From an optimization exercise on the open Yosys and OpenROAD flow, aimed at small area; shortcuts taken in it are not production practice.
In this exercise RTL edits were held to simulation tests only and were not proved equivalent to the original.
Power and IR drop assume default switching activity.

==> design.v <==
module sdf_add #(
    parameter W = 10
) (
    input  wire [W-1:0] a,
    input  wire [W-1:0] b,
    input  wire         ci,
    output wire [W-1:0] s,
    output wire         co
);
    wire [W:0] c;
    assign c[0] = ci;
    genvar i;
    generate
        for (i = 0; i < W; i = i + 1) begin : g_bit
            assign s[i]   = a[i] ^ b[i] ^ c[i];
            assign c[i+1] = (a[i] & b[i]) | (c[i] & (a[i] ^ b[i]));
        end
    endgenerate
    assign co = c[W];
endmodule
module sdf_chan (
    input  wire        clk,
    input  wire [1:0]  psi,
    input  wire        v,        
    input  wire        x,        
    input  wire        z,        
    input  wire        inst_f,   
    input  wire        inst_b,
    input  wire        inst_q,
    input  wire        first_f,  
    input  wire        first_b,
    input  wire        first_q,
    output wire [39:0] y_q,
    output wire [23:0] y_b,
    output wire [14:0] y_f
);
    localparam [39:0] IQ2 = 40'h01_068b_8680;
    localparam [39:0] IQ3 = 40'he0_9475_c000;
    localparam [39:0] IQ4 = 40'h9e_80e0_0000;
    localparam [39:0] IQ5 = 40'h01_0000_0000;
    localparam [23:0] IB2 = 24'hfb_2708;
    localparam [23:0] IB3 = 24'h47_b200;
    localparam [23:0] IB4 = 24'h43_0000;
    localparam [15:0] IF2 = 16'h09b0;
    localparam [15:0] IF3 = 16'h4200;
    wire d0 = (psi == 2'd0);
    reg [39:0] g1, g2, g3, g4, lq, dq2, dq3, dq4, dq5;
    reg        cg1, cg2, cg3, cg4, clq, cq2, cq3, cq4, cq5;
    wire [9:0] g1h = z ? 10'd0 : g1[9:0];
    wire [9:0] g2h = z ? 10'd0 : g2[9:0];
    wire [9:0] g3h = z ? 10'd0 : g3[9:0];
    wire [9:0] g4h = z ? 10'd0 : g4[9:0];
    wire [9:0] lqh = (z | first_q) ? 10'd0 : lq[9:0];
    wire [9:0] iq2 = IQ2 >> (10 * psi);
    wire [9:0] iq3 = IQ3 >> (10 * psi);
    wire [9:0] iq4 = IQ4 >> (10 * psi);
    wire [9:0] iq5 = IQ5 >> (10 * psi);
    wire [9:0] dq2h = z ? iq2 : dq2[9:0];
    wire [9:0] dq3h = z ? iq3 : dq3[9:0];
    wire [9:0] dq4h = z ? iq4 : dq4[9:0];
    wire [9:0] dq5h = z ? iq5 : dq5[9:0];
    wire [9:0] s1, s2, s3, s4, sl, c2, c3, c4, yq;
    wire       o1, o2, o3, o4, ol, p2, p3, p4, p5;
    sdf_add #(10) a_g1 (.a(g1h), .b(10'd0), .ci(d0 ? (v & x) : cg1), .s(s1), .co(o1));
    sdf_add #(10) a_g2 (.a(g2h), .b(v ? s1 : 10'd0), .ci(d0 ? 1'b0 : cg2), .s(s2), .co(o2));
    sdf_add #(10) a_g3 (.a(g3h), .b(v ? s2 : 10'd0), .ci(d0 ? 1'b0 : cg3), .s(s3), .co(o3));
    sdf_add #(10) a_g4 (.a(g4h), .b(v ? s3 : 10'd0), .ci(d0 ? 1'b0 : cg4), .s(s4), .co(o4));
    sdf_add #(10) a_lq (.a(lqh), .b(v ? s4 : 10'd0), .ci(d0 ? 1'b0 : clq), .s(sl), .co(ol));
    sdf_add #(10) a_q2 (.a(sl), .b(~dq2[9:0]), .ci(d0 ? 1'b1 : cq2), .s(c2), .co(p2));
    sdf_add #(10) a_q3 (.a(c2), .b(~dq3[9:0]), .ci(d0 ? 1'b1 : cq3), .s(c3), .co(p3));
    sdf_add #(10) a_q4 (.a(c3), .b(~dq4[9:0]), .ci(d0 ? 1'b1 : cq4), .s(c4), .co(p4));
    sdf_add #(10) a_q5 (.a(c4), .b(~dq5[9:0]), .ci(d0 ? 1'b1 : cq5), .s(yq), .co(p5));
    always @(posedge clk) begin
        cg1 <= o1; cg2 <= o2; cg3 <= o3; cg4 <= o4; clq <= ol;
        cq2 <= p2; cq3 <= p3; cq4 <= p4; cq5 <= p5;
        g1  <= {s1, g1[39:10]};
        g2  <= {s2, g2[39:10]};
        g3  <= {s3, g3[39:10]};
        g4  <= {s4, g4[39:10]};
        lq  <= {inst_q ? yq : sl, lq[39:10]};
        dq2 <= {inst_q ? sl : dq2h, dq2[39:10]};
        dq3 <= {inst_q ? c2 : dq3h, dq3[39:10]};
        dq4 <= {inst_q ? c3 : dq4h, dq4[39:10]};
        dq5 <= {inst_q ? c4 : dq5h, dq5[39:10]};
    end
    assign y_q = lq;
    wire        act_b = psi[1];
    wire        b_d0  = (psi == 2'd2);
    reg  [23:0] lb, db2, db3, db4;
    reg         clb, cb2, cb3, cb4;
    wire [11:0] op_b  = (act_b & v) ? (psi[0] ? g3[33:22] : g3[31:20]) : 12'd0;
    wire [11:0] lbh   = (act_b & (z | first_b)) ? 12'd0 : lb[11:0];
    wire [11:0] ib2   = psi[0] ? IB2[23:12] : IB2[11:0];
    wire [11:0] ib3   = psi[0] ? IB3[23:12] : IB3[11:0];
    wire [11:0] ib4   = psi[0] ? IB4[23:12] : IB4[11:0];
    wire [11:0] db2h  = (act_b & z) ? ib2 : db2[11:0];
    wire [11:0] db3h  = (act_b & z) ? ib3 : db3[11:0];
    wire [11:0] db4h  = (act_b & z) ? ib4 : db4[11:0];
    wire [11:0] sb, b2, b3, yb;
    wire        ob, r2, r3, r4;
    wire        wb = act_b & inst_b;
    sdf_add #(12) a_lb (.a(lbh), .b(op_b), .ci(psi == 2'd3 ? clb : 1'b0), .s(sb), .co(ob));
    sdf_add #(12) a_b2 (.a(sb), .b(~db2[11:0]), .ci(b_d0 ? 1'b1 : cb2), .s(b2), .co(r2));
    sdf_add #(12) a_b3 (.a(b2), .b(~db3[11:0]), .ci(b_d0 ? 1'b1 : cb3), .s(b3), .co(r3));
    sdf_add #(12) a_b4 (.a(b3), .b(~db4[11:0]), .ci(b_d0 ? 1'b1 : cb4), .s(yb), .co(r4));
    always @(posedge clk) begin
        clb <= ob; cb2 <= r2; cb3 <= r3; cb4 <= r4;
        lb  <= {wb ? yb : sb,   lb[23:12]};
        db2 <= {wb ? sb : db2h, db2[23:12]};
        db3 <= {wb ? b2 : db3h, db3[23:12]};
        db4 <= {wb ? b3 : db4h, db4[23:12]};
    end
    assign y_b = lb;
    wire        act_f = (psi == 2'd1) | (psi == 2'd2);
    wire        f_d0  = (psi == 2'd1);
    reg  [15:0] lf, df2, df3;
    reg         clf, cf2, cf3;
    wire [7:0]  op_f  = (act_f & v) ? (f_d0 ? g2[37:30] : g2[35:28]) : 8'd0;
    wire [7:0]  lfh   = (act_f & (z | first_f)) ? 8'd0 : lf[7:0];
    wire [7:0]  if2   = f_d0 ? IF2[7:0] : IF2[15:8];
    wire [7:0]  if3   = f_d0 ? IF3[7:0] : IF3[15:8];
    wire [7:0]  df2h  = (act_f & z) ? if2 : df2[7:0];
    wire [7:0]  df3h  = (act_f & z) ? if3 : df3[7:0];
    wire [7:0]  sf, f2, yf;
    wire        of, q2, q3;
    wire        wf = act_f & inst_f;
    sdf_add #(8) a_lf (.a(lfh), .b(op_f), .ci(psi == 2'd2 ? clf : 1'b0), .s(sf), .co(of));
    sdf_add #(8) a_f2 (.a(sf), .b(~df2[7:0]), .ci(f_d0 ? 1'b1 : cf2), .s(f2), .co(q2));
    sdf_add #(8) a_f3 (.a(f2), .b(~df3[7:0]), .ci(f_d0 ? 1'b1 : cf3), .s(yf), .co(q3));
    always @(posedge clk) begin
        clf <= of; cf2 <= q2; cf3 <= q3;
        lf  <= {wf ? yf : sf,   lf[15:8]};
        df2 <= {wf ? sf : df2h, df2[15:8]};
        df3 <= {wf ? f2 : df3h, df3[15:8]};
    end
    assign y_f = {lf[6:0], lf[15:8]};
endmodule
module sdf_decim (
    input  wire        clk,
    input  wire        rst,          
    input  wire        en,           
    input  wire        sd_stb,       
    input  wire [2:0]  sd_bit,       
    input  wire        commit,       
    input  wire [5:0]  cfg_preset,   
    output reg         o_valid,
    output reg  [1:0]  o_chan,
    output reg  [31:0] o_word,
    output reg         o_sat
);
    wire clr = rst | ~en;
    wire stb = en & sd_stb;
    reg  [7:0] phase;
    wire [7:0] phase_next = phase + 8'd1;
    wire inst32  = (phase_next[4:0] == 5'd0);
    wire inst64  = (phase_next[5:0] == 6'd0);
    wire inst256 = (phase_next == 8'd0);
    always @(posedge clk) begin
        if (clr)
            phase <= 8'd0;
        else if (stb)
            phase <= phase_next;
    end
    wire [2:0] emit;
    wire [5:0] eff;
    genvar n;
    generate
        for (n = 0; n < 3; n = n + 1) begin : g_pre
            reg  [1:0] cur;
            reg  [1:0] pend;
            reg        pend_v;
            wire cur_inst  = (cur == 2'd1) ? inst64 :
                             (cur == 2'd2) ? inst256 : inst32;
            wire boundary  = stb & pend_v & cur_inst;
            wire [1:0] e   = boundary ? pend : cur;
            wire eff_inst  = (e == 2'd1) ? inst64 :
                             (e == 2'd2) ? inst256 : inst32;
            assign emit[n] = eff_inst & (e != 2'd3);
            assign eff[2*n+1:2*n] = e;
            always @(posedge clk) begin
                if (rst) begin
                    cur    <= 2'd0;
                    pend   <= 2'd0;
                    pend_v <= 1'b0;
                end else begin
                    if (boundary)
                        cur <= pend;
                    if (commit) begin
                        pend   <= cfg_preset[2*n+1:2*n];
                        pend_v <= 1'b1;
                    end else if (boundary) begin
                        pend_v <= 1'b0;
                    end
                end
            end
        end
    endgenerate
    reg [1:0] phi;
    always @(posedge clk) begin
        if (rst)
            phi <= 2'd0;
        else
            phi <= phi + 2'd1;
    end
    reg       p_v;
    reg [2:0] p_x;
    reg [5:0] p_w;
    always @(posedge clk) begin
        if (clr) begin
            p_v <= 1'b0;
        end else if (stb) begin
            p_v <= 1'b1;
            p_x <= sd_bit;
            p_w <= {emit[2] ? eff[5:4] + 2'd1 : 2'd0,
                    emit[1] ? eff[3:2] + 2'd1 : 2'd0,
                    emit[0] ? eff[1:0] + 2'd1 : 2'd0};
        end else if (phi == 2'd3) begin
            p_v <= 1'b0;
        end
    end
    reg zf;
    always @(posedge clk) begin
        if (clr)
            zf <= 1'b1;
        else if (phi == 2'd3)
            zf <= 1'b0;
    end
    reg       a_v, a_z;
    reg [2:0] a_x;
    reg [5:0] a_w;
    reg [2:0] a_inst, a_first;
    reg       b_v, b_z;
    reg [2:0] b_inst, b_first;
    always @(posedge clk) begin
        if (phi == 2'd3) begin
            a_v     <= p_v & ~clr;
            a_z     <= zf | clr;
            a_x     <= p_x;
            a_w     <= p_w;
            a_inst  <= p_v ? {phase == 8'd0, phase[5:0] == 6'd0,
                              phase[4:0] == 5'd0} : 3'd0;
            a_first <= p_v ? {phase == 8'd1, phase[5:0] == 6'd1,
                              phase[4:0] == 5'd1} : 3'd0;
            b_v     <= a_v & ~clr;
            b_z     <= a_z;
            b_inst  <= a_inst;
            b_first <= a_first;
        end else if (clr) begin
            a_v <= 1'b0;
            b_v <= 1'b0;
        end
    end
    wire       c1_old = (phi == 2'd0);
    wire       c2_old = ~phi[1];
    wire       v1 = c1_old ? b_v : a_v;
    wire       z1 = c1_old ? b_z : a_z;
    wire [2:0] i1 = c1_old ? b_inst : a_inst;
    wire [2:0] f1 = c1_old ? b_first : a_first;
    wire       v2 = c2_old ? b_v : a_v;
    wire       z2 = c2_old ? b_z : a_z;
    wire [2:0] i2 = c2_old ? b_inst : a_inst;
    wire [2:0] f2 = c2_old ? b_first : a_first;
    wire [39:0] yq0, yq1, yq2;
    wire [23:0] yb0, yb1, yb2;
    wire [14:0] yf0, yf1, yf2;
    sdf_chan u_ch0 (
        .clk(clk), .psi(phi), .v(a_v), .x(a_x[0]), .z(a_z),
        .inst_f(a_inst[0]), .inst_b(a_inst[1]), .inst_q(a_inst[2]),
        .first_f(a_first[0]), .first_b(a_first[1]), .first_q(a_first[2]),
        .y_q(yq0), .y_b(yb0), .y_f(yf0)
    );
    sdf_chan u_ch1 (
        .clk(clk), .psi(phi - 2'd1), .v(v1), .x(a_x[1]), .z(z1),
        .inst_f(i1[0]), .inst_b(i1[1]), .inst_q(i1[2]),
        .first_f(f1[0]), .first_b(f1[1]), .first_q(f1[2]),
        .y_q(yq1), .y_b(yb1), .y_f(yf1)
    );
    sdf_chan u_ch2 (
        .clk(clk), .psi(phi - 2'd2), .v(v2), .x(a_x[2]), .z(z2),
        .inst_f(i2[0]), .inst_b(i2[1]), .inst_q(i2[2]),
        .first_f(f2[0]), .first_b(f2[1]), .first_q(f2[2]),
        .y_q(yq2), .y_b(yb2), .y_f(yf2)
    );
    reg [5:0] r_w;
    reg [2:0] r_bit;
    always @(posedge clk) begin
        if (clr) begin
            r_w <= 6'd0;
        end else if (phi == 2'd3) begin
            r_w   <= a_v ? a_w : 6'd0;
            r_bit <= a_x;
        end
    end
    reg  [39:0] yq_c;
    reg  [23:0] yb_c;
    reg  [14:0] yf_c;
    reg  [1:0]  w_c;
    reg         bit_c;
    always @(*) begin
        case (phi)
            2'd0: begin yq_c = yq0; yb_c = yb0; yf_c = yf0;
                        w_c = r_w[1:0]; bit_c = r_bit[0]; end
            2'd1: begin yq_c = yq1; yb_c = yb1; yf_c = yf1;
                        w_c = r_w[3:2]; bit_c = r_bit[1]; end
            2'd2: begin yq_c = yq2; yb_c = yb2; yf_c = yf2;
                        w_c = r_w[5:4]; bit_c = r_bit[2]; end
            default: begin yq_c = yq2; yb_c = yb2; yf_c = yf2;
                        w_c = 2'd0; bit_c = r_bit[2]; end
        endcase
    end
    reg [39:0] t;
    always @(*) begin
        case (w_c)
            2'd2:    t = {yb_c, 16'd0};
            2'd3:    t = yq_c;
            default: t = {yf_c, 25'd0};
        endcase
    end
    wire [31:0] fl = {~t[39], t[38:8]};
    wire        up = t[7] & ((|t[6:0]) | fl[0]);
    wire [31:0] rw;
    wire        rco;
    sdf_add #(32) a_rnd (.a(fl), .b(32'd0), .ci(up), .s(rw), .co(rco));
    wire        full = (t == 40'd0) & bit_c;
    wire        ovf  = up & (fl == 32'h7FFF_FFFF);
    wire        sat  = full | ovf;
    always @(posedge clk) begin
        o_word <= sat ? 32'h7FFF_FFFF : rw;
        o_sat  <= sat;
    end
    always @(*) begin
        o_chan = phi - 2'd1;
        case (phi)
            2'd1:    o_valid = (r_w[1:0] != 2'd0);
            2'd2:    o_valid = (r_w[3:2] != 2'd0);
            2'd3:    o_valid = (r_w[5:4] != 2'd0);
            default: o_valid = 1'b0;
        endcase
    end
endmodule
==> run.sh <==
#!/bin/bash
# synth_recipe.tcl (not shown) runs the flow's synth.tcl, then flattens the netlist and writes it again
# the make line also repeats each setting of config.mk as NAME=value (left out here)
make -C /OpenROAD-flow-scripts/flow DESIGN_CONFIG=/design/flow/config.mk WORK_HOME=/design/flow/orfs CLKGATE_MAP_FILE= SYNTH_SCRIPT=/design/flow/synth_recipe.tcl finish
==> config.mk <==
export PLATFORM = sky130hd
export DESIGN_NAME = sdf_decim
export DESIGN_NICKNAME = sdf_decim
export VERILOG_FILES = /design/flow/design.v
export SDC_FILE = /design/flow/constraint.sdc
export NUM_CORES = 4
export LEC_CHECK = 0
export CAP_MARGIN = 20
export CORE_MARGIN = 2
export CORE_UTILIZATION = 65
export CTS_BUF_LIST = sky130_fd_sc_hd__clkbuf_8
export CTS_CLUSTER_DIAMETER = 30
export CTS_CLUSTER_SIZE = 13
export SLEW_MARGIN = 20
==> constraint.sdc <==
create_clock -name core_clock -period 12.5 [get_ports {clk}]
set_input_delay 2.5000 -clock core_clock [delete_from_list [all_inputs] [get_ports {clk}]]
set_output_delay 2.5000 -clock core_clock [all_outputs]
set_load 0.01 [all_outputs]
==> out/results.tsv, run 1 <==
metric	value	unit
fmaxAchievable	90.0	MHz
path_max_fanout	43	
insertion_delay	0.95	ns
drtIter0Drc	2226	
multi_input_area	0.0201	mm2
cts_setup_buffers	0	
globalplace.congestion	0.925	
swShare	36.0	%
slowest_stage	ha_1	
p_int	12.7	mW
final_util	74.9	%
drive_above_1_share	12.2	%
end_kind	flop	
grtUsageTotal	29.1	%
ys_warn_count	2	
cp-start-kind	flop	
holdBufCountCts	0	
grt_overflow	0	
ys.flop_type	dfxtp_1	
timing.hold.ws	0.299	ns
antenna_found_initial	3	
coreArea	0.0854	mm2
wl	126	mm
async_flop_share	0	%
viasPerCell	5.31	
die_y	298	um
hold_viol	0	
postRouteAntennaNets	0	
path_clk_slew	0.08	ns
avgSynthCellArea	12.2	um2
syn_nets	5133	
numCtsBuffers	279	
grt_pass1_wl	195	mm
vdd_ir_drop_max	0.000260	V
rsz0062_at_grt	no	
yosysTopAreaCellShare	58.0	%
num_rows	107	
ys_top_cells_by_area	dfxtp_1 58%, fa_1 16%, inv_1 2.9%	
fin_skew	0.0603	ns
max_slew_margin	37.1	%
cts_max_level	5	
crit_type	flop to flop	
placed_cells	5630	
power_density	311	mW/mm2
hp-class	flop to flop	
worstMarginPinSlew	0.938	ns
fill_cells	5768	
reg2reg_setup_slack	1.39	ns
period_minus_slack	11.11	ns
worstPathArrival	11.97	ns
syn_area	0.0561	mm2
postSynthCellCount	4584	
grt_pass1_vias	33759	
start_util	65.7	%
vias	32489	
synth_most_common_cell	dfxtp_1	
pwr-share-comb	35.9	%
ys_ff_latch	1663	
status	finished clean	
drc_errors	0	
synth_edf_count	37	
p_switching	7.18	mW
critical-path-max-stage-delay	0.64	ns
setup_ws	1.39	ns
final_nets	5317	
tritoncts	built	
dpl.hpwl	88.6	mm
yosys.area.top_type	dfxtp_1	
clockPowerShare	26.5	%
die_area	0.0887	mm2
io_pins	50	
cts_buffer_depth	4	
ys_types	60	
final_cells	6123	
numPortBuffers	49	
die_w	298	um
post_cts_resized	0	
drt-wirelength-per-cell	20.6	um
seq_power_share	37.6	%
grt_max_degree	78	
cellLeakagePower	26.6	nW
area_delta_synth_final	13.9	%
first_pass_iters	6	
setup_viol	0	
root_buffer	clkbuf_8	
crit_path_frequent_cell	fa_1	
seq_area_frac_synth	60.0	%
required	13.36	ns
clock_sinks	1663	
maxCapViolCount	0	
tns	0	ns
drv_slew	0	
place_worst_setup_slack	1.40	ns
synth_common_cells	1626 x dfxtp_1, 456 x fa_1, 439 x inv_1	
min_period_over_period	88.9	%
register_area	0.0337	mm2
[final timing paths]
check | startpoint | to | depth (start not counted)
min | u_ch2.g2[25] | u_ch2.g2[15] | 0
min reg2reg | u_ch2.g2[25] | u_ch2.g2[15] | 0
max reg2reg | phi[0] | u_ch1.lq[39] | 30
max | phi[0] | u_ch1.lq[39] | 30
[cells by family (layout without fill, tap and decap cells)]
| family | count (synthesis) | count (layout) | synth area share, % |
|---|---|---|---|
| buf+inv | 638 | 1029 | 4.46 |
| flops | 1663 | 1663 | 60.0 |
| compound gates | 743 | 743 | 8.41 |
| xor+xnor | 9 | 9 | 0.140 |
| fa+ha+maj | 535 | 535 | 18.0 |
| other cells | 0 | 4 | 0 |
| simple gates | 910 | 910 | 7.37 |
| mux | 86 | 86 | 1.64 |
[worst max-delay path, delay by kind of cell (launching register included)]
kind            cells  cell delay [ns]
simple gates        6             0.72
buf+inv             4             0.75
flops               1             0.32
fa+ha+maj          19             9.09
compound gates      1             0.15
[power groups by stage]
stage	logic, mW	clock network [mW]	registers, mW
3_3_place_gp	6.99	0	7.52
2_1_floorplan	4.93	0	7.31
5_1_grt	8.25	5.59	7.61
4_1_cts	7.27	5.36	7.47
3_5_place_dp	7.16	0	7.56
6_report	7.16	5.27	7.48
[cell usage in the layout, fill, tap and decap left out, types with 48 or more instances in the layout]
master           instances
clkbuf_8               309
nor2_1                 183
inv_1                  460
mux2_2                  48
a21oi_1                224
a211oi_1               122
clkdlybuf4s50_1         49
dfxtp_1               1625
ha_1                    75
o21ai_0                185
and2_1                  85
a22o_1                  76
buf_4                   50
nand2_1                438
fa_1                   456
[layout make-up]
class                           count  area share, %
Inverter                          440           2.58
Timing Repair Buffer              101           1.42
Multi-Input combinational cell   2283           31.4
Clock buffer                      309           6.65
Antenna cell                        4         0.0156
Tap cell                         1144           2.24
Clock inverter                    179           3.09
Sequential cell                  1663           52.6
[metal layers]
layer / global-route usage (%) / wire, um
met5: 0 / 0
met4: 12.3 / 4740
met3: 4.78 / 6520
met2: 45.0 / 57600
met1: 41.1 / 57100
[metrics by stage]
step           power (mW)  area [um2]
6_report             19.9       64000
5_1_grt              21.5       64000
3_3_place_gp         14.5       57700
3_5_place_dp         14.7       57700
2_1_floorplan        12.2       56100
4_1_cts              20.1       63900
==> run 2: changes to the inputs <==
==> flow/run.sh (new file) <==
#!/bin/bash
# Standard layout, with clock tree synthesis run without dummy loads and with
# small clock buffers. Each tool's output stays in the orfs/logs tree; make's
# own output goes to make_finish.log.
set -euo pipefail
CTS="-sink_clustering_enable -repair_clock_nets -dont_use_dummy_load -buf_list sky130_fd_sc_hd__clkbuf_4 -sink_clustering_size 9 -sink_clustering_max_diameter 40"
bash standard.sh "CTS_ARGS=$CTS" finish > make_finish.log 2>&1
==> standard.sh (new file) <==
#!/bin/bash
# synth_recipe.tcl (not shown) runs the flow's synth.tcl, then flattens the netlist and writes it again
# the make line also repeats each setting of config.mk as NAME=value (left out here)
make -C /OpenROAD-flow-scripts/flow DESIGN_CONFIG=/design/flow/config.mk WORK_HOME=/design/flow/orfs CLKGATE_MAP_FILE= SYNTH_SCRIPT=/design/flow/synth_recipe.tcl "${@:-finish}"
--- a/config.mk
+++ b/config.mk
@@ -8,7 +8,4 @@
 export CAP_MARGIN = 20
 export CORE_MARGIN = 2
 export CORE_UTILIZATION = 65
-export CTS_BUF_LIST = sky130_fd_sc_hd__clkbuf_8
-export CTS_CLUSTER_DIAMETER = 30
-export CTS_CLUSTER_SIZE = 13
 export SLEW_MARGIN = 20
removed: run.sh
==> run 2 against run 1 <==
  * Flip-flop and latch count unchanged
  * Critical endpoint is now u_ch2.lq[39]
  * Sequential power about the same
  * Routed wire length decreased by 3.0%
  * Still clean
  * First-iteration DRC count increased by 5.6%
  * Area after synthesis unchanged
  * Final cell count fell by 4.4%
  * Clock skew increased by 0.031 ns
  * Sequential share of layout area rose by 4.1 points
  * Count of clock-buffer cells in the layout fell by 95
  * Non-clock buffer count unchanged
==> out/results.tsv, run 2 <==
metric	value	unit
status	finished clean	
final_common_cell	dfxtp_1	
swShare	37.7	%
drive_above_1_share	7.51	%
hp-start	u_ch0.dq2[26]	
drv_slew	0	
fmaxAchievable	90.1	MHz
required	13.48	ns
ys.flop_type	dfxtp_1	
vias	31529	
p_switching	6.38	mW
postRouteAntennaNets	0	
min_period_over_period	88.8	%
first_pass_iters	8	
hp-class	flop to flop	
antenna_found_initial	4	
holdBufCountCts	0	
numPortBuffers	49	
drc_errors	0	
synth_most_common_cell	dfxtp_1	
cts_setup_buffers	0	
power_density	285	mW/mm2
grt_pass1_vias	32288	
num_rows	107	
ys_ff_latch	1663	
crit_type	flop to flop	
syn_area	0.0561	mm2
die_w	298	um
r2r_start	b_z	
tns	0	ns
die_area	0.0887	mm2
cp-endpoint	u_ch2.lq[39]	
max_slew_margin	35.1	%
ys_warn_count	2	
maxCapViolCount	0	
cp-start-kind	flop	
slowest_stage	nor2b_2	
clockPowerShare	14.1	%
die_y	298	um
yosysTopAreaCellShare	58.0	%
crit_start	b_z	
cts_buffer_depth	3	
register_area	0.0337	mm2
layout_common_cells	1625 x dfxtp_1, 456 x fa_1, 439 x inv_1	
path_max_fanout	6	
dpl.hpwl	88.6	mm
coreArea	0.0854	mm2
fill_cells	6424	
rr_worst_depth	28	
critical-path-max-stage-delay	0.75	ns
crit_path_frequent_cell	fa_1	
rsz0062_at_grt	no	
reg2reg_setup_slack	1.40	ns
hold_viol	0	
cellLeakagePower	24.4	nW
postSynthCellCount	4584	
period_minus_slack	11.10	ns
synth_edf_count	37	
cts_max_level	4	
async_flop_share	0	%
globalplace.congestion	0.925	
vdd_ir_drop_max	0.000239	V
multi_input_area	0.0201	mm2
io_pins	50	
yosys.area.top_type	dfxtp_1	
post_cts_resized	0	
insertion_delay	1.13	ns
ys_top_cells_by_area	dfxtp_1 58%, fa_1 16%, inv_1 2.9%	
worstMarginPinSlew	0.967	ns
fin_skew	0.0918	ns
worstPathArrival	12.07	ns
root_buffer	clkbuf_4	
end_kind	flop	
area_delta_synth_final	5.70	%
p_int	10.5	mW
ys_types	60	
grtUsageTotal	28.3	%
final_nets	5252	
grt_max_degree	78	
whs_path_depth	0	
drtIter0Drc	2350	
timing.rr.end	u_ch2.lq[39]	
wl	122	mm
seq_power_share	44.1	%
path_clk_slew	0.10	ns
drt-wirelength-per-cell	20.9	um
avgSynthCellArea	12.2	um2
synth_common_cells	1626 x dfxtp_1, 456 x fa_1, 439 x inv_1	
viasPerCell	5.39	
start_util	65.7	%
pwr-share-comb	41.8	%
setup_viol	0	
numCtsBuffers	214	
seq_area_frac_synth	60.0	%
tritoncts	built	
timing.hold.ws	0.250	ns
clock_sinks	1663	
syn_nets	5133	
grt_overflow	0	
grt_pass1_wl	189	mm
## run 2: per-layer routing
layer	global-route usage [%]	up-vias	part of all wire (%)
met3	4.46	228	5.6
li1	-	14942	-
met5	0	-	0
met1	40.9	15521	46
met2	43.7	838	45
met4	10.3	0	3.3
## run 2: area by class of cell
type,count,area share (%)
sequential,1663,56.7
antenna,7,0.0295
timing repair buffer,101,1.53
clock buffer,214,2.71
tap,1144,2.41
inverter,440,2.78
multi-input combinational,2283,33.8
## run 2: cell families after synthesis
logic type / count (synthesis) / synth area share [%]
AOI/OAI and AO/OA: 743 / 8.41
buffers and inverters: 638 / 4.46
muxes: 86 / 1.64
xor gates and xnor gates: 9 / 0.140
DFF: 1663 / 60.0
and+or+nand+nor: 910 / 7.37
adders and majority gates: 535 / 18.0
## run 2: worst min-delay path by stage
stage	end	slack, ns
3_3_place_gp	u_ch1.dq5[5]	0.31
6_report	u_ch0.dq2[16]	0.25
4_1_cts	u_ch0.dq2[16]	0.26
2_1_floorplan	u_ch0.db2[0]	0.31
3_5_place_dp	u_ch1.g1[23]	0.31
5_1_grt	u_ch0.dq2[16]	0.27
## run 2: through the flow
step                cell area, um2  util [%]  setup slack, ns  cells  power, mW
finish                       59300      69.5             1.40   5852       16.9
global route                 59300      69.5            0.975   5852       18.5
global placement             57700      67.5             1.17   5630       14.5
CTS                          59300      69.4             1.38   5844       17.1
detailed placement           57700      67.6             1.40   5630       14.7
floorplan                    56100         -            0.392   4584       12.2
## run 2: power by group through the flow
stage	clock network [mW]	registers, mW	logic [mW]
final	2.38	7.46	7.08
after global routing	2.66	7.60	8.23
after CTS	2.46	7.45	7.23
after detailed placement	0	7.56	7.16
after global placement	0	7.52	6.99
after floorplan	0	7.31	4.93
## run 2: worst max-delay path, delay by kind of cell (launching register included)
kind,cells,cell delay (ns)
fa+ha+maj,18,8.49
flops,1,0.64
simple gates,6,1.55
compound gates,2,0.15
buf+inv,2,0.15
==> run 3: changes to the inputs <==
==> flow/run.sh (replaced) <==
#!/bin/bash
# The standard layout (standard.sh), with one change: clock tree synthesis
# runs without dummy loads, with clkbuf_4 buffers and sink clusters of at most
# 9 flip-flops within 40 um. Each step's full log stays under orfs/logs; make's
# own output goes to make_finish.log in this folder.
set -euo pipefail
CTS="-sink_clustering_enable -repair_clock_nets -dont_use_dummy_load -buf_list sky130_fd_sc_hd__clkbuf_4 -sink_clustering_size 9 -sink_clustering_max_diameter 40"
bash standard.sh "CTS_ARGS=$CTS" finish > make_finish.log 2>&1
==> run 3 against run 2 <==
  * Combinational power about the same
  * Utilization unchanged
  * Sequential share of layout area stayed put
  * Count of clock-buffer cells in the layout unchanged
  * Worst hold slack did not move
  * Critical path type unchanged
  * Highest routed layer unchanged
==> out/results.tsv, run 3 <==
metric	value	unit
syn_nets	5133	
fin_skew	0.0918	ns
grt_max_degree	78	
io_pins	50	
dpl.hpwl	88.6	mm
die_w	298	um
drv_slew	0	
die_area	0.0887	mm2
wl	122	mm
drive_above_1_share	7.51	%
path_max_fanout	6	
clock_sinks	1663	
vias	31529	
yosys.area_share.adder	18.0	%
cts_setup_buffers	0	
multi_input_area	0.0201	mm2
postSynthCellCount	4584	
period_minus_slack	11.10	ns
ys_ff_latch	1663	
register_area	0.0337	mm2
layout_common_cells	1625 x dfxtp_1, 456 x fa_1, 439 x inv_1	
required	13.48	ns
insertion_delay	1.13	ns
synth_top_family_by_area	adder cells	
postRouteAntennaNets	0	
end_kind	flop	
setup_viol	0	
whs_path_depth	0	
synth-xor-area-share	0.140	%
antenna_found_initial	4	
power_density	285	mW/mm2
cts_max_level	4	
first_pass_iters	8	
crit_family	adder cells	
hold_viol	0	
synth_edf_count	37	
ys_types	60	
synth_common_cells	1626 x dfxtp_1, 456 x fa_1, 439 x inv_1	
drc_errors	0	
yosys-mux-area-fraction	1.64	%
start_util	65.7	%
numPortBuffers	49	
critical-path-max-stage-delay	0.75	ns
ys_top_cells_by_area	dfxtp_1 58%, fa_1 16%, inv_1 2.9%	
drtIter0Drc	2350	
min_period_over_period	88.8	%
syn_area	0.0561	mm2
numCtsBuffers	214	
maxCapViolCount	0	
critical_path_depth	28	
async_flop_share	0	%
die_y	298	um
fill_cells	6424	
path_clk_slew	0.10	ns
worstMarginPinSlew	0.967	ns
synth_simple_gate_area_share	7.37	%
slowest_stage	nor2b_2	
root_buffer	clkbuf_4	
crit_path_frequent_cell	fa_1	
grt_pass1_wl	189	mm
num_rows	107	
fmaxAchievable	90.1	MHz
yosysTopAreaCellShare	58.0	%
status	finished clean	
tns	0	ns
ys_warn_count	2	
max_slew_margin	35.1	%
hp-class	flop to flop	
coreArea	0.0854	mm2
grt_overflow	0	
final_util	69.5	%
grt_pass1_vias	32288	
cts_buffer_depth	3	
tritoncts	built	
vdd_ir_drop_max	0.000239	V
rsz0062_at_grt	no	
synth_compound_area_share	8.41	%
holdBufCountCts	0	
viasPerCell	5.39	
crit_type	flop to flop	
timing.hold.ws	0.250	ns
cellLeakagePower	24.4	nW
area_delta_synth_final	5.70	%
yosys.area.top_type	dfxtp_1	
rr_worst_depth	28	
worst-path-buf-inv	2	
synth_most_common_cell	dfxtp_1	
post_cts_resized	0	
final_nets	5252	
grtUsageTotal	28.3	%
worstPathArrival	12.07	ns
ys.flop_type	dfxtp_1	
drt-wirelength-per-cell	20.9	um
cp-start-kind	flop	
globalplace.congestion	0.925	
final_common_cell	dfxtp_1	
seq_area_frac_synth	60.0	%
avgSynthCellArea	12.2	um2
run 3: cell counts after synthesis:
Identical to the previous run, type by type.
run 3: final cells by class:
type | count | area share [%]
diodes | 7 | 0.0295
well taps | 1144 | 2.41
flip-flops and latches | 1663 | 56.7
multi-input cells | 2283 | 33.8
inverters | 440 | 2.78
repair buffers | 101 | 1.53
clock buffers | 214 | 2.71
run 3: stage by stage:
stage | area, um2 | power [mW] | setup WS, ns | cells
2_1_floorplan | 56100 | 12.2 | 0.392 | 4584
3_3_place_gp | 57700 | 14.5 | 1.17 | 5630
3_5_place_dp | 57700 | 14.7 | 1.40 | 5630
4_1_cts | 59300 | 17.1 | 1.38 | 5844
5_1_grt | 59300 | 18.5 | 0.975 | 5852
6_report | 59300 | 16.9 | 1.40 | 5852
run 3: worst register-to-register path: cells and delay by family, from the launching register on:
kind                       cells  cell delay, ns
and+or+nand+nor                6            1.55
buffers and inverters          2            0.15
AOI/OAI and AO/OA              2            0.15
DFF                            1            0.64
adders and majority gates     18            8.49
run 3: layer usage:
layer	vias to the layer above	GRT usage (%)	part of all wire, %
met5	-	0	0
met4	0	10.3	3.3
met3	228	4.46	5.6
met2	838	43.7	45
met1	15521	40.9	46
li1	14942	-	-
run 3: logic make-up after synthesis:
logic type	after synthesis
xor gates and xnor gates	9
AOI/OAI and AO/OA	743
buffers and inverters	638
adders and majority gates	535
and+or+nand+nor	910
DFF	1663
muxes	86
run 3: worst paths after layout:
| kind | startpoint | to | slack (ns) |
|---|---|---|---|
| min | u_ch0.dq2[26] | u_ch0.dq2[16] | 0.25 |
| max reg2reg | b_z | u_ch2.lq[39] | 1.40 |
| min reg2reg | u_ch0.dq2[26] | u_ch0.dq2[16] | 0.25 |
| max | b_z | u_ch2.lq[39] | 1.40 |
run 3: power by group:
part	total (mW)	internal (mW)	switching, mW
sequential	7.46	6.80	0.660
combinational	7.08	2.96	4.12
clock	2.38	0.782	1.60
total	16.9	10.5	6.38
==> run 4: changes to the inputs <==
==> flow/run.sh (replaced) <==
#!/bin/bash
# The standard layout (standard.sh), with one change: clock tree synthesis
# runs without dummy loads, with clkbuf_4 buffers and sink clusters of at most
# 9 flip-flops within 40 um. Each step's full log stays under orfs/logs; make's
# own output goes to make_finish.log in this folder.
set -euo pipefail
CTS="-sink_clustering_enable -repair_clock_nets -dont_use_dummy_load -buf_list sky130_fd_sc_hd__clkbuf_4 -sink_clustering_size 11 -sink_clustering_max_diameter 40"
bash standard.sh "CTS_ARGS=$CTS" finish > make_finish.log 2>&1
==> run 4 against run 3 <==
  * Via count fell by 0.20%
  * Synthesized cell count did not move
  * Worst hold slack improved by 0.012 ns
  * Sequential power barely moved
  * Worst setup slack improved by 0.042 ns
  * Count of clock-buffer cells in the layout fell by 25
  * Routed wire length fell by 0.38%
  * Non-clock buffer count did not move
  * Critical path depth did not move
  * Critical path type unchanged
  * Largest power group unchanged
==> out/results.tsv, run 4 <==
metric	value	unit
postRouteAntennaNets	0	
ys_types	60	
numCtsBuffers	189	
dpl.hpwl	88.6	mm
avgSynthCellArea	12.2	um2
min_period_over_period	88.4	%
first_pass_iters	6	
layout_common_cells	1625 x dfxtp_1, 456 x fa_1, 439 x inv_1	
synth_common_cells	1626 x dfxtp_1, 456 x fa_1, 439 x inv_1	
crit_path_frequent_cell	fa_1	
hold_viol	0	
drtIter0Drc	2233	
grt_overflow	0	
hp-class	flop to flop	
crit_type	flop to flop	
cts_setup_buffers	0	
slowest_stage	nor2b_2	
drt-wirelength-per-cell	20.9	um
fill_cells	6430	
cellLeakagePower	24.3	nW
p_switching	6.35	mW
max_slew_margin	37.4	%
synth_edf_count	37	
vias	31465	
wl	122	mm
num_rows	107	
syn_nets	5133	
clock_sinks	1663	
grt_pass1_wl	189	mm
setup_ws	1.44	ns
coreArea	0.0854	mm2
path_clk_slew	0.11	ns
syn_area	0.0561	mm2
seq_power_share	44.4	%
vdd_ir_drop_max	0.000241	V
grtUsageTotal	28.2	%
cts_max_level	4	
yosys.area.top_type	dfxtp_1	
worstMarginPinSlew	0.933	ns
insertion_delay	1.13	ns
p_int	10.5	mW
tns	0	ns
multi_input_area	0.0201	mm2
worstPathArrival	12.04	ns
setup_viol	0	
cp-start-kind	flop	
required	13.48	ns
final_nets	5227	
root_buffer	clkbuf_4	
rsz0062_at_grt	no	
post_cts_resized	0	
ys_ff_latch	1663	
cts_buffer_depth	3	
status	finished clean	
final_common_cell	dfxtp_1	
ys_top_cells_by_area	dfxtp_1 58%, fa_1 16%, inv_1 2.9%	
viasPerCell	5.40	
swShare	37.8	%
start_util	65.7	%
place_worst_setup_slack	1.40	ns
ys_warn_count	2	
power_density	284	mW/mm2
drv_slew	0	
die_w	298	um
synth_most_common_cell	dfxtp_1	
critical-path-max-stage-delay	0.77	ns
end_kind	flop	
die_y	298	um
tritoncts	built	
globalplace.congestion	0.925	
maxCapViolCount	0	
period_minus_slack	11.06	ns
register_area	0.0337	mm2
holdBufCountCts	0	
io_pins	50	
clockPowerShare	13.5	%
pwr-share-comb	42.1	%
yosysTopAreaCellShare	58.0	%
path_max_fanout	6	
antenna_found_initial	4	
postSynthCellCount	4584	
timing.hold.ws	0.262	ns
fmaxAchievable	90.4	MHz
area_delta_synth_final	5.37	%
grt_pass1_vias	32132	
final_area	0.0592	mm2
drive_above_1_share	7.01	%
ys.flop_type	dfxtp_1	
die_area	0.0887	mm2
async_flop_share	0	%
placed_area	0.0577	mm2
numPortBuffers	49	
grt_max_degree	78	
fin_skew	0.107	ns
seq_area_frac_synth	60.0	%
drc_errors	0	
## run 4: cell counts after synthesis
No cell type changed its count.
## run 4: cells by family (layout without fill, tap and decap cells)
| family | Yosys count | count (layout) | synth area share, % |
|---|---|---|---|
| multiplexers | 86 | 86 | 1.64 |
| buffers and inverters | 638 | 730 | 4.46 |
| AND/OR/NAND/NOR | 910 | 910 | 7.37 |
| XOR/XNOR | 9 | 9 | 0.140 |
| flip-flops | 1663 | 1663 | 60.0 |
| adder cells (fa/ha/maj) | 535 | 535 | 18.0 |
| AO/OA/AOI/OAI | 743 | 743 | 8.41 |
| other | 0 | 8 | 0 |
## run 4: critical path: cells and delay by family (launching register included)
family	cells	cell delay (ns)
flops	1	0.64
simple gates	6	1.57
compound gates	2	0.14
fa+ha+maj	18	8.46
buf+inv	2	0.15
## run 4: path summary, 6_finish.rpt
| path | from | to | slack, ns | cells after the start |
|---|---|---|---|---|
| min reg2reg | u_ch2.df2[14] | u_ch2.df2[6] | 0.26 | 0 |
| max reg2reg | b_z | u_ch2.lq[39] | 1.44 | 28 |
| min | u_ch2.df2[14] | u_ch2.df2[6] | 0.26 | 0 |
| max | b_z | u_ch2.lq[39] | 1.44 | 28 |
## run 4: metal layers
layer / GRT usage [%] / share of wire [%] / up-vias
met3: 4.33 / 5.6 / 202
met5: 0 / 0 / -
met2: 43.7 / 46 / 852
met1: 41.0 / 46 / 15519
met4: 9.61 / 3.0 / 0
li1: - / - / 14892
## run 4: final cells by class
cell class | count | share of cell area [%]
repair buffers | 101 | 1.53
multi-input cells | 2283 | 33.9
well taps | 1144 | 2.42
inverters | 440 | 2.79
diodes | 8 | 0.0338
clock buffers | 189 | 2.40
flip-flops and latches | 1663 | 56.9
## run 4: power groups by stage
stage / clock [mW] / combinational, mW / sequential, mW
3_3_place_gp: 0 / 6.99 / 7.52
3_5_place_dp: 0 / 7.16 / 7.56
2_1_floorplan: 0 / 4.93 / 7.31
5_1_grt: 2.53 / 8.23 / 7.59
4_1_cts: 2.33 / 7.23 / 7.45
6_report: 2.26 / 7.08 / 7.46
## run 4: stage by stage
step                utilization (%)  instances  power [mW]
global placement               67.5       5630        14.5
global route                   69.3       5828        18.4
floorplan                         -       4584        12.2
finish                         69.3       5828        16.8
detailed placement             67.6       5630        14.7
CTS                            69.2       5819        17.0

-- afterwards: timing with drivers on the ports --
In the flow no input, the clock included, has a driving cell. The finished layouts below were timed again as built, in two steps. Step 1, drivers: a clkbuf_16 drives clk and a buf_2 each remaining input, both assumed. Step 2 adds t to the input delays and takes it off the output delays; t is the mean of the earliest and latest rising clock arrival at the registers after step 1. Input paths then give back, and output paths get back, about the clock's delay inside the block. Slacks: ideal ports / drivers / drivers and shift; pairs: ideal ports / drivers.
run | shift t [ns] | setup WS [ns] | hold WS [ns] | latest minus earliest clock arrival (ns) | cell pins on the clock port's net
run 1 | 0.985 | 1.392 / 1.392 / 1.392 | 0.299 / 0.299 / 0.299 | 0.061 / 0.060 | 1
run 2 | 1.150 | 1.401 / 1.401 / 1.401 | 0.250 / 0.250 / 0.250 | 0.095 / 0.096 | 1
run 3 | 1.150 | 1.401 / 1.401 / 1.401 | 0.250 / 0.250 / 0.250 | 0.095 / 0.096 | 1
run 4 | 1.129 | 1.444 / 1.444 / 1.444 | 0.262 / 0.262 / 0.262 | 0.130 / 0.130 | 1
After both steps setup and hold are still met in every run listed.
